This is an optimization exercise on Yosys and OpenROAD, whose aim is small area, not a production implementation. Where RTL was checked, it was by simulation tests only, not by an equivalence proof against the original. Power is estimated from default activity; no workload was simulated.

orange:
Design sdf_decim, start of the top module:
module sdf_decim (
    input  wire        clk,
    input  wire        rst,          
    input  wire        en,           
    input  wire        sd_stb,       
    input  wire [2:0]  sd_bit,       
    input  wire        commit,       
    input  wire [5:0]  cfg_preset,   
    output reg         o_valid,
    output reg  [1:0]  o_chan,
    output reg  [31:0] o_word,
    output reg         o_sat
);
    wire clr = rst | ~en;
    wire stb = en & sd_stb;
    reg  [7:0] phase;
    wire [7:0] phase_next = phase + 8'd1;
    wire inst32  = (phase_next[4:0] == 5'd0);
    wire inst64  = (phase_next[5:0] == 6'd0);
    wire inst256 = (phase_next == 8'd0);
    always @(posedge clk) begin
        if (clr)
            phase <= 8'd0;
        else if (stb)
            phase <= phase_next;
    end
    wire [2:0] emit;
    wire [5:0] eff;
    genvar n;
    generate
        for (n = 0; n < 3; n = n + 1) begin : g_pre
            reg  [1:0] cur;
            reg  [1:0] pend;
            reg        pend_v;
            wire cur_inst  = (cur == 2'd1) ? inst64 :
                             (cur == 2'd2) ? inst256 : inst32;
            wire boundary  = stb & pend_v & cur_inst;
            wire [1:0] e   = boundary ? pend : cur;
            wire eff_inst  = (e == 2'd1) ? inst64 :
                             (e == 2'd2) ? inst256 : inst32;
            assign emit[n] = eff_inst & (e != 2'd3);
            assign eff[2*n+1:2*n] = e;
            always @(posedge clk) begin
                if (rst) begin
                    cur    <= 2'd0;
                    pend   <= 2'd0;
                    pend_v <= 1'b0;
                end else begin
                    if (boundary)
                        cur <= pend;
                    if (commit) begin
                        pend   <= cfg_preset[2*n+1:2*n];
                        pend_v <= 1'b1;
                    end else if (boundary) begin
                        pend_v <= 1'b0;
  ...
Size: about 4800 cells after synthesis, roughly 1700 flip-flops, roughly 50 I/O pins, roughly 57000 um2 of cells after synthesis.
==> flow/config.mk <==
export PLATFORM = sky130hd
export DESIGN_NAME = sdf_decim
export DESIGN_NICKNAME = sdf_decim
export VERILOG_FILES = /design/flow/design.v
export SDC_FILE = /design/flow/constraint.sdc
export NUM_CORES = 4
export LEC_CHECK = 0
export CAP_MARGIN = 20
export CORE_MARGIN = 2
export CORE_UTILIZATION = 40
export CTS_BUF_LIST = sky130_fd_sc_hd__clkbuf_4
export SLEW_MARGIN = 20
==> flow/constraint.sdc <==
create_clock -name core_clock -period 12.5 [get_ports {clk}]
set_input_delay 2.5000 -clock core_clock [delete_from_list [all_inputs] [get_ports {clk}]]
set_output_delay 2.5000 -clock core_clock [all_outputs]
set_load 0.01 [all_outputs]
run.sh (not shown) runs the stock make flow with config.mk's settings and CLKGATE_MAP_FILE= SYNTH_SCRIPT=/design/flow/synth_recipe.tcl, a recipe that flattens the netlist after the stock synthesis.
Edits applied to the flow inputs when going from orange to red:
-- flow/config.mk --
<<< orange, line 8
export CAP_MARGIN = 20
export CORE_MARGIN = 2
export CORE_UTILIZATION = 40
export CTS_BUF_LIST = sky130_fd_sc_hd__clkbuf_4
export SLEW_MARGIN = 20
>>> red, line 8
export CAP_MARGIN = 20
export CORE_MARGIN = 2
export CORE_UTILIZATION = 65
export CTS_BUF_LIST = sky130_fd_sc_hd__clkbuf_4
export SLEW_MARGIN = 20
### Flow results
Re number of input and output port buffers inserted: no difference whatsoever between red and orange.
red gives less cell area after layout than orange did.
orange → red: routed via count divided by cell count shows an increase of about 10%, switching power total grew by about 1.2%.
Function was not checked in any run of this note: the RTL went through the layout flow alone.

* * *

Another version of the RTL of sdf_decim (not shown whole).
Size: roughly 50 I/O pins, ~56,000 um^2 of cells after synthesis.
==> flow/config.mk <==
export PLATFORM = sky130hd
export DESIGN_NAME = sdf_decim
export DESIGN_NICKNAME = sdf_decim
export VERILOG_FILES = /design/flow/design.v
export SDC_FILE = /design/flow/constraint.sdc
export NUM_CORES = 4
export LEC_CHECK = 0
export CAP_MARGIN = 20
export CORE_MARGIN = 2
export CORE_UTILIZATION = 65
export CTS_BUF_LIST = sky130_fd_sc_hd__clkbuf_8
export CTS_CLUSTER_DIAMETER = 30
export CTS_CLUSTER_SIZE = 13
export SLEW_MARGIN = 20
==> flow/constraint.sdc <==
create_clock -name core_clock -period 12.5 [get_ports {clk}]
set_input_delay 2.5000 -clock core_clock [delete_from_list [all_inputs] [get_ports {clk}]]
set_output_delay 2.5000 -clock core_clock [all_outputs]
set_load 0.01 [all_outputs]
Edit:
==> flow/flow/run.sh (new file) <==
#!/bin/bash
# Standard layout, with clock tree synthesis run without dummy loads and with
# small clock buffers. Each tool's output stays in the orfs/logs tree; make's
# own output goes to make_finish.log.
set -euo pipefail
CTS="-sink_clustering_enable -repair_clock_nets -dont_use_dummy_load -buf_list sky130_fd_sc_hd__clkbuf_4 -sink_clustering_size 9 -sink_clustering_max_diameter 40"
bash standard.sh "CTS_ARGS=$CTS" finish > make_finish.log 2>&1
==> flow/standard.sh (new file) <==
#!/bin/bash
# synth_recipe.tcl (not shown) runs the flow's synth.tcl, then flattens the netlist and writes it again
# the make line also repeats each setting of config.mk as NAME=value (left out here)
make -C /OpenROAD-flow-scripts/flow DESIGN_CONFIG=/design/flow/config.mk WORK_HOME=/design/flow/orfs CLKGATE_MAP_FILE= SYNTH_SCRIPT=/design/flow/synth_recipe.tcl "${@:-finish}"
- CTS_BUF_LIST: sky130_fd_sc_hd__clkbuf_8 -> unset
- CTS_CLUSTER_DIAMETER: 30 -> unset
- CTS_CLUSTER_SIZE: 13 -> unset
removed: flow/run.sh
Via count came out lower by about 3%.
Setup slack improved by 0.0089 ns.
Worst hold slack got worse by 0.049 ns.
Design area came out lower by about 7%.
Total power fell by about 15%.
Final cell count decreases by about 4.4%.
Non-clock buffer count is unchanged.
Routed wire length goes down by 3.0%.
Register-to-register slack stays flat.
Edit:
==> flow/flow/run.sh (replaced) <==
#!/bin/bash
# The standard layout (standard.sh), with one change: clock tree synthesis
# runs without dummy loads, with clkbuf_4 buffers and sink clusters of at most
# 9 flip-flops within 40 um. Each step's full log stays under orfs/logs; make's
# own output goes to make_finish.log in this folder.
set -euo pipefail
CTS="-sink_clustering_enable -repair_clock_nets -dont_use_dummy_load -buf_list sky130_fd_sc_hd__clkbuf_4 -sink_clustering_size 11 -sink_clustering_max_diameter 40"
bash standard.sh "CTS_ARGS=$CTS" finish > make_finish.log 2>&1
Design area falls by about 0.3%; combinational power hardly moves; utilization falls by 0.22 points; non-clock buffer count stays the same; synthesized cell count is unchanged; clock skew rises by 0.015 ns; via count stays flat; sequential power hardly moves; flip-flop and latch count does not change; clock power falls by about 5%.
Edit:
--- a/flow/flow/run.sh
+++ b/flow/flow/run.sh
@@ -5,4 +5,4 @@
 # own output goes to make_finish.log in this folder.
 set -euo pipefail
-CTS="-sink_clustering_enable -repair_clock_nets -dont_use_dummy_load -buf_list sky130_fd_sc_hd__clkbuf_4 -sink_clustering_size 11 -sink_clustering_max_diameter 40"
+CTS="-sink_clustering_enable -repair_clock_nets -dont_use_dummy_load -buf_list sky130_fd_sc_hd__clkbuf_4 -sink_clustering_size 9 -sink_clustering_max_diameter 40"
 bash standard.sh "CTS_ARGS=$CTS" finish > make_finish.log 2>&1
=> Sequential share of layout area came out lower by 0.18 points. Via count barely changes. Global-route usage hardly moves. Non-clock buffer count is unchanged. Routed wire length came out higher by 0.38%. Power came out higher by 0.75%. Setup slack got worse by 0.042 ns. Clock skew came out lower by 0.015 ns. Cell area came out higher by 0.31%. Cell count came out higher by 0.41%.

* * *

run A:
sdf_decim with an RTL version that a note above also has.
For scale: ~1700 flip-flops, roughly 50 I/O pins, about 57000 um2 of cells after synthesis.
==> flow/config.mk <==
export PLATFORM = sky130hd
export DESIGN_NAME = sdf_decim
export DESIGN_NICKNAME = sdf_decim
export VERILOG_FILES = /design/flow/design.v
export SDC_FILE = /design/flow/constraint.sdc
export NUM_CORES = 4
export LEC_CHECK = 0
export CAP_MARGIN = 20
export CORE_MARGIN = 2
export CORE_UTILIZATION = 65
export CTS_BUF_LIST = sky130_fd_sc_hd__clkbuf_8
export CTS_CLUSTER_DIAMETER = 35
export CTS_CLUSTER_SIZE = 10
export SLEW_MARGIN = 20
==> flow/constraint.sdc <==
create_clock -name core_clock -period 12.5 [get_ports {clk}]
set_input_delay 2.5000 -clock core_clock [delete_from_list [all_inputs] [get_ports {clk}]]
set_output_delay 2.5000 -clock core_clock [all_outputs]
set_load 0.01 [all_outputs]
Stock flow here: none of the scripts above is used.
Inputs modified between run A and run C:
Settings: removing CTS_CLUSTER_DIAMETER (formerly 35); removing CTS_CLUSTER_SIZE (formerly 10); removing CTS_BUF_LIST (formerly sky130_fd_sc_hd__clkbuf_8).
==> flow/flow/run.sh (new file) <==
#!/bin/bash
# Standard layout, with clock tree synthesis run without dummy loads and with
# small clock buffers. Each tool's output stays in the orfs/logs tree; make's
# own output goes to make_finish.log.
set -euo pipefail
CTS="-sink_clustering_enable -repair_clock_nets -dont_use_dummy_load -buf_list sky130_fd_sc_hd__clkbuf_4"
bash standard.sh "CTS_ARGS=$CTS" finish > make_finish.log 2>&1
==> flow/standard.sh (new file) <==
#!/bin/bash
# synth_recipe.tcl (not shown) runs the flow's synth.tcl, then flattens the netlist and writes it again
# the make line also repeats each setting of config.mk as NAME=value (left out here)
make -C /OpenROAD-flow-scripts/flow DESIGN_CONFIG=/design/flow/config.mk WORK_HOME=/design/flow/orfs CLKGATE_MAP_FILE= SYNTH_SCRIPT=/design/flow/synth_recipe.tcl "${@:-finish}"
removed: flow/run.sh
Results
- Taking run A as the reference, in run C core occupancy in the finished layout fell 1.1 points, count of clock-buffer cells in the layout now sits higher, proportion of cell area spent on the clock network decreased by 1.5 points relative to the old numbers, final area down 1.6%, internal power of the cells went down 0.46 mW.
- Run C vs. run A: starting DRC count in detailed routing dropped about 3.4%, share of the clock period used by the worst path climbed 0.25 points.
No functional check of the RTL was part of any run of this note.

separate check: timing with driven ports:
Ports are ideal in the flow. The routed layouts listed here were re-timed in OpenROAD. Step 1 (the two cells are an assumption about what drives the block):
set clk [get_ports {clk}]
set_driving_cell -lib_cell sky130_fd_sc_hd__clkbuf_16 $clk
set_driving_cell -lib_cell sky130_fd_sc_hd__buf_2 [delete_from_list [all_inputs] $clk]
Step 2, shift: input delay + t, output delay - t, t = (earliest + latest rising clock arrival at the registers) / 2. This alone moves slack from input paths to output paths. Slacks: ideal ports / drivers / drivers and shift; pairs: ideal ports / drivers.
run	t (ns)	setup WS [ns]	worst hold slack (ns)	worst setup path after step 2
orange	1.317	1.317 / 1.317 / 1.317	0.265 / 0.265 / 0.265	register to register
red	1.256	1.419 / 1.419 / 1.419	0.267 / 0.267 / 0.267	register to register
the first run of note 2	0.985	1.392 / 1.392 / 1.392	0.299 / 0.299 / 0.299	register to register
the second run of note 2	1.150	1.401 / 1.401 / 1.401	0.250 / 0.250 / 0.250	register to register
the third run of note 2	1.129	1.444 / 1.444 / 1.444	0.262 / 0.262 / 0.262	register to register
the fourth run of note 2	1.150	1.401 / 1.401 / 1.401	0.250 / 0.250 / 0.250	register to register
run A	0.930	1.448 / 1.448 / 1.448	0.305 / 0.305 / 0.305	register to register
run C	1.245	1.417 / 1.417 / 1.417	0.257 / 0.257 / 0.257	register to register
After both steps every run listed still meets setup and hold.
